Source: an optimization exercise on an open RTL-to-GDS flow (aim: small area, a short achievable clock period and few clock cycles). Production flows keep margins and buffers that such runs may drop.
In this exercise RTL edits were held to simulation tests only and were not proved equivalent to the original.

==> branch tundra <==
## fblc_dec
module fblc_dec (
    input  wire        clk,
    input  wire        rst_n,
    input  wire        in_valid,
    input  wire [7:0]  in_data,
    input  wire        in_last,
    output wire        in_ready,
    output wire        out_valid,
    input  wire        out_ready,
    output wire [15:0] out_syms,
    output wire [3:0]  out_count,
    output reg         done_valid,
    output reg  [3:0]  done_detail,
    output wire [31:0] done_bitoff,
    output wire [31:0] done_bytes
);
==> flow/config.mk <==
export PLATFORM = sky130hd
export DESIGN_NAME = fblc_dec
export DESIGN_NICKNAME = fblc_dec
export VERILOG_FILES = /design/flow/design.v
export SDC_FILE = /design/flow/constraint.sdc
export NUM_CORES = 4
export LEC_CHECK = 0
export ABC_AREA = 1
export CAP_MARGIN = 20
export CELL_PAD_IN_SITES_DETAIL_PLACEMENT = 1
export CELL_PAD_IN_SITES_GLOBAL_PLACEMENT = 2
export CORE_MARGIN = 2
export CORE_UTILIZATION = 30
export GPL_ROUTABILITY_DRIVEN = 1
export PLACE_DENSITY = 0.45
export SETUP_SLACK_MARGIN = 2.5
export SLEW_MARGIN = 20
==> flow/constraint.sdc <==
create_clock -name core_clock -period 8.0 [get_ports {clk}]
set_input_delay 1.6000 -clock core_clock [delete_from_list [all_inputs] [get_ports {clk}]]
set_output_delay 1.6000 -clock core_clock [all_outputs]
set_load 0.01 [all_outputs]
run.sh (not shown) runs the stock make flow with config.mk's settings and CLKGATE_MAP_FILE= SYNTH_SCRIPT=/design/flow/synth_recipe.tcl, a recipe that flattens the netlist after the stock synthesis.
==> inputs of branch juniper, as changes to branch tundra <==
--- a/flow/design.v
+++ b/flow/design.v
@@ -337,24 +337,23 @@
             sa  = 3'd1;
             sz  = 4'd0;
             acc = shave;
         end
     end
-    function [1:0] madd3(input [1:0] a, input [1:0] b);
-        reg [2:0] t;
-        begin
-            t = {1'b0, a} + {1'b0, b};
-            madd3 = (t >= 3'd3) ? t - 3'd3 : t[1:0];
-        end
-    endfunction
     function [1:0] mod3_18(input [17:0] x);
-        reg [1:0] r [0:8];
+        reg [4:0] s;
+        reg [2:0] t;
         integer k;
         begin
-            for (k = 0; k < 9; k = k + 1) r[k] = (x[2*k +: 2] == 2'd3) ? 2'd0 : x[2*k +: 2];
-            mod3_18 = madd3(madd3(madd3(r[0], r[1]), madd3(r[2], r[3])),
-                            madd3(madd3(r[4], r[5]), madd3(madd3(r[6], r[7]), r[8])));
+            s = 5'd0;
+            for (k = 0; k < 9; k = k + 1) s = s + {3'd0, x[2*k +: 2]};
+            t = {1'b0, s[1:0]} + {1'b0, s[3:2]} + {2'b0, s[4]};
+            case (t)
+                3'd0, 3'd3, 3'd6: mod3_18 = 2'd0;
+                3'd1, 3'd4, 3'd7: mod3_18 = 2'd1;
+                default:          mod3_18 = 2'd2;
+            endcase
         end
     endfunction
     wire [9:0] iLf = flit ? {6'd0, lnum} : gv;
     reg  [7:0] lmod;
     reg  [7:0] lms;              
@@ -378,17 +377,16 @@
                 default: lmod = {2'b0, iLf[5:0]};
             endcase
         end
     end
     wire [8:0] colnxt = {1'b0, col} + {1'b0, lmod};
-    wire [9:0]  froom   = 10'd512 - fill;
-    wire [23:0] fL      = fiss ? gval : {14'd0, iLf};
-    wire [9:0]  fsum    = fill + fL[9:0];
+    wire [10:0] fsum    = {1'b0, fill} + (fiss ? ((gval[23:10] != 14'd0) ? 11'd1024 : {1'b0, gval[9:0]})
+                                                         : {1'b0, iLf});
     wire [10:0] rlo     = {1'b0, rem[9:0]} - {1'b0, iLf};
     wire [21:0] rhim1   = rem[31:10] - 22'd1;
     wire [31:0] rem_fast = {rlo[10] ? rhim1 : rem[31:10], rlo[9:0]};
-    wire [9:0]  fillnxt = (fL >= {14'd0, froom}) ? 10'd512 : fsum;
+    wire [9:0]  fillnxt = (fsum >= 11'd512) ? 10'd512 : fsum[9:0];
     wire [8:0]  vd3   = wid + 9'd3;
     wire [8:0]  pvd   = pp - vd3;
     wire signed [10:0] vl1b = 11'sd3 - $signed({3'd0, col});                       
     wire signed [10:0] vl2b = $signed({2'd0, vd3}) - $signed({1'b0, fill});       
     wire signed [10:0] vhib = $signed({2'd0, line_left}) + 11'sd3;                
- ABC_AREA: 1 -> unset
- ABC_CLOCK_PERIOD_IN_PS: unset -> 5000
==> inputs of branch zinc, as changes to branch tundra <==
--- a/flow/design.v
+++ b/flow/design.v
@@ -13,11 +13,11 @@
     output reg  [3:0]  done_detail,
     output wire [31:0] done_bitoff,
     output wire [31:0] done_bytes
 );
     localparam FN = 9;       
-    localparam FD = 4;       
+    localparam FD = 7;       
     localparam [3:0] P_HDR   = 4'd0,
                      P_TOK   = 4'd1,
                      P_G2    = 4'd2,
                      P_LITD  = 4'd3,
                      P_SPRE  = 4'd4,
@@ -47,11 +47,13 @@
     reg [31:0] bb;
     reg [5:0]  bn;
     reg        iend;             
     reg [8:0]  fq [0:FD-1];      
     reg [2:0]  fn;
-    wire       dend = iend && (fn == 3'd0);    
+    reg        nxt;              
+    reg        nend;             
+    wire       dend = iend && (nxt || fn == 3'd0);    
     reg [28:0] btk;              
     reg [31:0] tstart;
     reg [31:0] rem;
     reg [8:0]  colu;             
     reg [8:0]  pp;               
@@ -325,11 +327,11 @@
                     upd  = 1'b1;
                     iss  = 1'b1;
                 end
         end else if (fiss) begin
                 iL = gval;
-                if (kind == K_LIT || !issw) begin
+                if (kind == K_LIT) begin
                 end else if (can_iss) begin
                     upd = 1'b1;
                     iss = 1'b1;
                 end
         end else if (pst == P_SPRE || pst == P_SVOFF || pst == P_SRSYM ||
@@ -355,23 +357,19 @@
                             madd3(madd3(r[4], r[5]), madd3(madd3(r[6], r[7]), r[8])));
         end
     endfunction
     wire [9:0] iLf = flit ? {6'd0, lnum} : gv;
     reg  [7:0] lmod;
-    reg  [7:0] lms;              
-    reg        issw;
-    always @(posedge clk) begin
-        case (wm)
-            3'd2:    lms <= {1'b0, gval[6:0]};
-            3'd3:    lms <= {mod3_18(gval[23:6]), gval[5:0]};
-            3'd4:    lms <= gval[7:0];
-            default: lms <= {2'b0, gval[5:0]};
-        endcase
-    end
+    reg  [1:0] gm3;              
     always @(*) begin
         if (fiss) begin
-            lmod = lms;
+            case (wm)
+                3'd2:    lmod = {1'b0, gval[6:0]};
+                3'd3:    lmod = {gm3, gval[5:0]};
+                3'd4:    lmod = gval[7:0];
+                default: lmod = {2'b0, gval[5:0]};
+            endcase
         end else begin
             case (wm)
                 3'd2:    lmod = {1'b0, iLf[6:0]};
                 3'd3:    lmod = {mod3_18({14'd0, iLf[9:6]}), iLf[5:0]};
                 3'd4:    lmod = iLf[7:0];
@@ -405,21 +403,50 @@
     wire [25:0] hlm    = (hm == 3'd1) ? {2'd0, hlines} :
                          (hm == 3'd2) ? {1'b0, hlines, 1'b0} :
                          (hm == 3'd3) ? ({2'd0, hlines} + {1'b0, hlines, 1'b0}) :
                                         {hlines, 2'b0};
     wire        body_st = (pst != P_HDR) && (pst != P_FIN) && (pst != P_SKIP);
+    wire        pre_ok = hfull && !h13 && !hlast && iend && (nxt || fn == 3'd0) && !nend &&
+                         fn != FD && pst != P_SKIP;
     assign in_ready = hacc || (pst == P_SKIP && !iend) ||
-                      (body_st && !iend && fn != FD);
+                      (body_st && !iend && fn != FD) || pre_ok;
     wire        ffire = body_st && in_valid && !iend && fn != FD;
-    wire        bfire = body_st && fn != 3'd0 && bn <= 6'd24;
+    wire        pfire = pre_ok && in_valid;
+    wire        qpush = ffire || pfire;
+    wire        bfire = body_st && !nxt && fn != 3'd0 && bn <= 6'd24;
     wire [31:0] bba   = bb | (bfire ? ({fq[0][7:0], 24'd0} >> bn) : 32'd0);
     wire [5:0]  bnf   = bn + (bfire ? 6'd8 : 6'd0);
     wire [31:0] bsa   = bba << sa;
     wire [31:0] bsz   = bsa << {sz, 1'b0};
     wire [5:0]  bnsa  = bnf - {3'd0, sa};
     wire [5:0]  bna   = bnsa - {1'b0, sz, 1'b0};
     localparam [4:0] END_PAT = 5'b10111;
+    task dispatch;
+        begin
+            hfull  <= 1'b0;
+            hcnt   <= 4'd0;
+            btk    <= 29'd0;
+            bb     <= 32'd0;
+            bn     <= 6'd0;
+            iend   <= hlast || nend || (pfire && in_last);
+            nxt    <= 1'b0;
+            nend   <= 1'b0;
+            if (h13) begin
+                detail <= 4'd13;
+                pst_n     = P_FIN;
+            end else if (h_det != 4'd0) begin
+                detail <= h_det;
+                pst_n     = P_SKIP;
+            end else begin
+                wm   <= hm;
+                colu <= 9'd0;
+                rem  <= {hlm, 6'd0};
+                if (hhr || hm != wm) fill <= 10'd0;
+                pst_n   = P_TOK;
+            end
+        end
+    endtask
     always @(posedge clk) begin
         pst_n = pst;
         if (!rst_n) begin
             pst    <= P_HDR;
             ftok   <= 1'b0;
@@ -437,10 +464,12 @@
             hlast  <= 1'b0;
             wm     <= 3'd0;
             bb     <= 32'd0;
             bn     <= 6'd0;
             iend   <= 1'b0;
+            nxt    <= 1'b0;
+            nend   <= 1'b0;
             fn     <= 3'd0;
             for (i = 0; i < FD; i = i + 1) fq[i] <= 9'd0;
             btk    <= 29'd0;
             tstart <= 32'd0;
             rem    <= 32'd0;
@@ -460,11 +489,11 @@
             ecnt   <= 3'd0;
             detail <= 4'd0;
             pend   <= 1'b0;
             perr   <= 1'b0;
             perr_det <= 4'd0;
-            issw   <= 1'b0;
+            gm3    <= 2'd0;
             done_valid  <= 1'b0;
             done_detail <= 4'd0;
             st_off      <= 1'b0;
             st_ok       <= 1'b0;
             cv     <= 1'b0;
@@ -507,56 +536,33 @@
                 if (chi > 11'sd0) chi <= chi - $signed({7'd0, ecount});
                 if (elast) cv <= 1'b0;
             end else if (out_ready) begin
                 ov <= 1'b0;
             end
-            if (iss) begin
-                cv <= 1'b1;
-                case (ikind)
-                    K_RUN: begin
-                        ccopy <= 1'b0;
-                        cvert <= 1'b0;
-                        cleft <= iL;
-                        cge8  <= iL >= 24'd8;
-                        cle8  <= iL <= 24'd8;
-                        clit  <= {8{isym}};
-                    end
-                    K_LIT: begin
-                        ccopy <= 1'b0;
-                        cvert <= 1'b0;
-                        cleft <= iL;
-                        cge8  <= iL >= 24'd8;
-                        cle8  <= iL <= 24'd8;
-                        clit  <= ldata;
-                    end
-                    K_VERT: begin
-                        ccopy <= 1'b1;
-                        cvert <= 1'b1;
-                        cleft <= iL;
-                        cge8  <= iL >= 24'd8;
-                        cle8  <= iL <= 24'd8;
-                        {cqw0, cq0} <= cqv;
-                        cqlo  <= below(cqv[2:0]);
-                        cqw1  <= cqv[8:3] + 6'd1;
-                        clo   <= (vlo1 > vlo2) ? vlo1 : vlo2;
-                        chi   <= vhi;
-                        crep  <= 3'd0;
-                    end
-                    default: begin
-                        ccopy <= 1'b1;
-                        cvert <= 1'b0;
-                        cleft <= iL;
-                        cge8  <= iL >= 24'd8;
-                        cle8  <= iL <= 24'd8;
-                        {cqw0, cq0} <= cqh;
-                        cqlo  <= below(cqh[2:0]);
-                        cqw1  <= cqh[8:3] + 6'd1;
-                        clo   <= hlo;
-                        chi   <= 11'sd0;
-                        crep  <= (hdist < 10'd8) ? hdist[2:0] : 3'd0;
-                    end
-                endcase
+            if (iss) cv <= 1'b1;
+            if (cfree) begin
+                ccopy <= ikind[1];
+                cvert <= (ikind == K_VERT);
+                cleft <= iL;
+                cge8  <= iL >= 24'd8;
+                cle8  <= iL <= 24'd8;
+                clit  <= (ikind == K_LIT) ? ldata : {8{isym}};
+                if (ikind == K_VERT) begin
+                    {cqw0, cq0} <= cqv;
+                    cqlo  <= below(cqv[2:0]);
+                    cqw1  <= cqv[8:3] + 6'd1;
+                    clo   <= (vlo1 > vlo2) ? vlo1 : vlo2;
+                    chi   <= vhi;
+                    crep  <= 3'd0;
+                end else begin
+                    {cqw0, cq0} <= cqh;
+                    cqlo  <= below(cqh[2:0]);
+                    cqw1  <= cqh[8:3] + 6'd1;
+                    clo   <= hlo;
+                    chi   <= 11'sd0;
+                    crep  <= (hdist < 10'd8) ? hdist[2:0] : 3'd0;
+                end
             end
             if (upd) begin
                 rem  <= fiss ? rem - {8'd0, gval} : rem_fast;
                 colu <= colnxt;
                 pp   <= pp + (fiss ? gval[8:0] : iLf[8:0]);
@@ -565,19 +571,23 @@
             if (body_st) begin
                 bb <= acc ? bsz : bba;
                 bn <= acc ? bna : bnf;
                 if (bfire) btk <= btk + 29'd1;
                 if (ffire && in_last) iend <= 1'b1;
-                for (i = 0; i < FD; i = i + 1) begin
-                    if (bfire) begin
-                        if (ffire && i == fn - 1) fq[i] <= {in_last, in_data};
-                        else if (i < FD - 1)      fq[i] <= fq[i+1];
-                    end else if (ffire && i == fn) begin
-                        fq[i] <= {in_last, in_data};
-                    end
+            end
+            for (i = 0; i < FD; i = i + 1) begin
+                if (bfire) begin
+                    if (qpush && i == fn - 1) fq[i] <= {in_last, in_data};
+                    else if (i < FD - 1)      fq[i] <= fq[i+1];
+                end else if (qpush && i == fn) begin
+                    fq[i] <= {in_last, in_data};
                 end
-                fn <= fn + {2'd0, ffire} - {2'd0, bfire};
+            end
+            fn <= fn + {2'd0, qpush} - {2'd0, bfire};
+            if (pfire) begin
+                nxt <= 1'b1;
+                if (in_last) nend <= 1'b1;
             end
             if (hfire) begin
                 hcnt <= hcnt + 1'b1;
                 case (hcnt)
                     4'd0:  begin
@@ -612,31 +622,11 @@
                 detail <= perr_det;
                 pst_n   = P_SKIP;
             end else
             case (pst)
             P_HDR: begin
-                if (hfull) begin
-                    hfull  <= 1'b0;
-                    hcnt   <= 4'd0;
-                    btk    <= 29'd0;
-                    bb     <= 32'd0;
-                    bn     <= 6'd0;
-                    iend   <= hlast;
-                    if (h13) begin
-                        detail <= 4'd13;
-                        pst_n     = P_FIN;
-                    end else if (h_det != 4'd0) begin
-                        detail <= h_det;
-                        pst_n     = P_SKIP;
-                    end else begin
-                        wm   <= hm;
-                        colu <= 9'd0;
-                        rem  <= {hlm, 6'd0};
-                        if (hhr || hm != wm) fill <= 10'd0;
-                        pst_n   = P_TOK;
-                    end
-                end
+                if (hfull) dispatch;
             end
             P_TOK: begin
                 tstart <= {btk, 3'd0} - {26'd0, bn};
                 kind   <= pre;
                 vof    <= bb[29:27];
@@ -648,11 +638,11 @@
                 if (pend) begin
                     tstart <= tstart;
                 end else if (rem_z) begin
                     if (end_ok) begin
                         detail <= 4'd0;
-                        pst_n     = P_SKIP;
+                        pst_n     = dend ? P_FIN : P_SKIP;
                     end else if (bn >= 6'd5 || dend) begin
                         pst_n  = P_SEND;
                     end
                 end else if (acc) begin
                     if (pre == K_HIST) begin
@@ -683,16 +673,13 @@
                     detail <= 4'd12;
                     pst_n     = P_SKIP;
                 end
             end
             P_ISS: begin
-                issw <= 1'b1;
                 if (kind == K_LIT) begin
-                    issw <= 1'b0;
                     pst_n   = P_LITD;
                 end else if (iss) begin
-                    issw <= 1'b0;
                     pst_n   = P_TOK;
                 end
             end
             P_SPRE: begin
                 if (!shave) begin
@@ -752,10 +739,11 @@
                     end else begin
                         gz <= gz + 1'b1;
                     end
                 end else begin
                     gval  <= gnew_z;
+                    gm3   <= (gz < 5'd6) ? 2'd0 : gz[0] ? 2'd2 : 2'd1;    
                     gleft <= gz;
                     if (g_err) begin
                         detail <= g_det;
                         pst_n     = P_SKIP;
                     end else if (gz == 5'd0) begin
@@ -774,10 +762,11 @@
             P_SGB: begin
                 if (!shave) begin
                     if (dend) begin detail <= 4'd12; pst_n  = P_SKIP; end
                 end else begin
                     gval  <= gnew_b;
+                    if (sbit && gleft > 5'd6) gm3 <= madd3(gm3, gleft[0] ? 2'd1 : 2'd2);    
                     gleft <= gleft - 1'b1;
                     if (g_err) begin
                         detail <= g_det;
                         pst_n     = P_SKIP;
                     end else if (gleft == 5'd1) begin
@@ -806,11 +795,11 @@
                 end
             end
             P_SKIP: begin
                 bb <= 32'd0;
                 bn <= 6'd0;
-                fn <= 3'd0;
+                if (!nxt) fn <= 3'd0;
                 if (!iend && in_valid && in_last) iend <= 1'b1;
                 if (iend || (in_valid && in_last)) pst_n  = P_FIN;
             end
             P_FIN: begin
                 if (!pend) begin
@@ -821,11 +810,12 @@
                     if (detail != 4'd0) fill <= 10'd0;
                     detail <= 4'd0;
                     iend   <= 1'b0;
                     bb     <= 32'd0;
                     bn     <= 6'd0;
-                    pst_n     = P_HDR;
+                    if (hfull) dispatch;
+                    else       pst_n = P_HDR;
                 end
             end
             default: pst_n  = P_HDR;
             endcase
             pst  <= pst_n;
- ABC_AREA: 1 -> unset
==> inputs of branch cedar, as changes to branch tundra <==
--- a/flow/design.v
+++ b/flow/design.v
@@ -13,11 +13,11 @@
     output reg  [3:0]  done_detail,
     output wire [31:0] done_bitoff,
     output wire [31:0] done_bytes
 );
     localparam FN = 9;       
-    localparam FD = 4;       
+    localparam FD = 7;       
     localparam [3:0] P_HDR   = 4'd0,
                      P_TOK   = 4'd1,
                      P_G2    = 4'd2,
                      P_LITD  = 4'd3,
                      P_SPRE  = 4'd4,
@@ -648,11 +648,11 @@
                 if (pend) begin
                     tstart <= tstart;
                 end else if (rem_z) begin
                     if (end_ok) begin
                         detail <= 4'd0;
-                        pst_n     = P_SKIP;
+                        pst_n     = dend ? P_FIN : P_SKIP;
                     end else if (bn >= 6'd5 || dend) begin
                         pst_n  = P_SEND;
                     end
                 end else if (acc) begin
                     if (pre == K_HIST) begin
- ABC_AREA: 1 -> unset
- SETUP_SLACK_MARGIN: 2.5 -> 3.0
==> metrics.yaml <==
hpwlAfterDp_um: 344100
r2r_start: "gval[18]$_SDFFE_PN0P_"
post_cts_resized: 235
critPathCaptureType: "output port"
cpPeakStageDelay_ns: 0.37
die_y_um: 568.7
outcome: "timing/DRC/antenna clean"
wl_met1_um: 206100
the above is filed under branch tundra

==> metrics.yaml <==
cpPeakStageDelay_ns: 0.68
die_y_um: 570.4
r2r_start: "bb[28]$_SDFF_PN0_"
wl_met1_um: 198700
outcome: "timing/DRC/antenna clean"
the above is filed under branch zinc

==> metrics.yaml <==
outcome: "timing/DRC/antenna clean"
hpwlAfterDp_um: 321700
post_cts_resized: 215
die_y_um: 567.5
wl_met1_um: 193700
initial_utilization: 0.3019
r2r_start: "bn[0]$_SDFF_PN0_"
the above is filed under branch juniper

==> metrics.yaml <==
r2r_start: "gval[20]$_SDFFE_PN0P_"
die_y_um: 572.7
hpwlAfterDp_um: 331200
outcome: "timing/DRC/antenna clean"
cpPeakStageDelay_ns: 0.49
the above is filed under branch cedar

Testbench counts of branch tundra, summed over its fixed seeds: cycles 9,125.
Testbench counts of branch juniper, summed over its fixed seeds: cycles 9,125.
Testbench counts of branch zinc, summed over its fixed seeds: cycles 8,857.
Testbench counts of branch cedar, summed over its fixed seeds: cycles 8,918.

[static timing again, ports no longer ideal]
How much do the figures lean on ideal ports? The routed layouts below were timed once more, with nothing changed but the port constraints. Step 1 (the two cells are an assumption about what drives the block):
set clk [get_ports {clk}]
set_driving_cell -lib_cell sky130_fd_sc_hd__clkbuf_16 $clk
set_driving_cell -lib_cell sky130_fd_sc_hd__buf_2 [delete_from_list [all_inputs] $clk]
Step 2 adds t to the input delays and takes it off the output delays; t is the mean of the earliest and latest rising clock arrival at the registers after step 1. Input paths then give back, and output paths get back, about the clock's delay inside the block. Three values: no drivers, after step 1, after step 2; two values: the first two.
run	t, ns	setup WS [ns]	latest minus earliest clock arrival (ns)	worst slew at a driven data input, ns	pins driven straight from the clock port
branch tundra	0.969	2.245 / 2.137 / 2.299	0.123 / 0.122	0.08	1
branch juniper	0.951	2.542 / 2.441 / 2.655	0.113 / 0.112	0.18	1
branch zinc	0.970	2.555 / 2.481 / 2.555	0.114 / 0.114	0.13	1
branch cedar	0.983	1.968 / 1.867 / 2.385	0.107 / 0.107	0.17	1
After both steps every run listed still meets setup and hold.
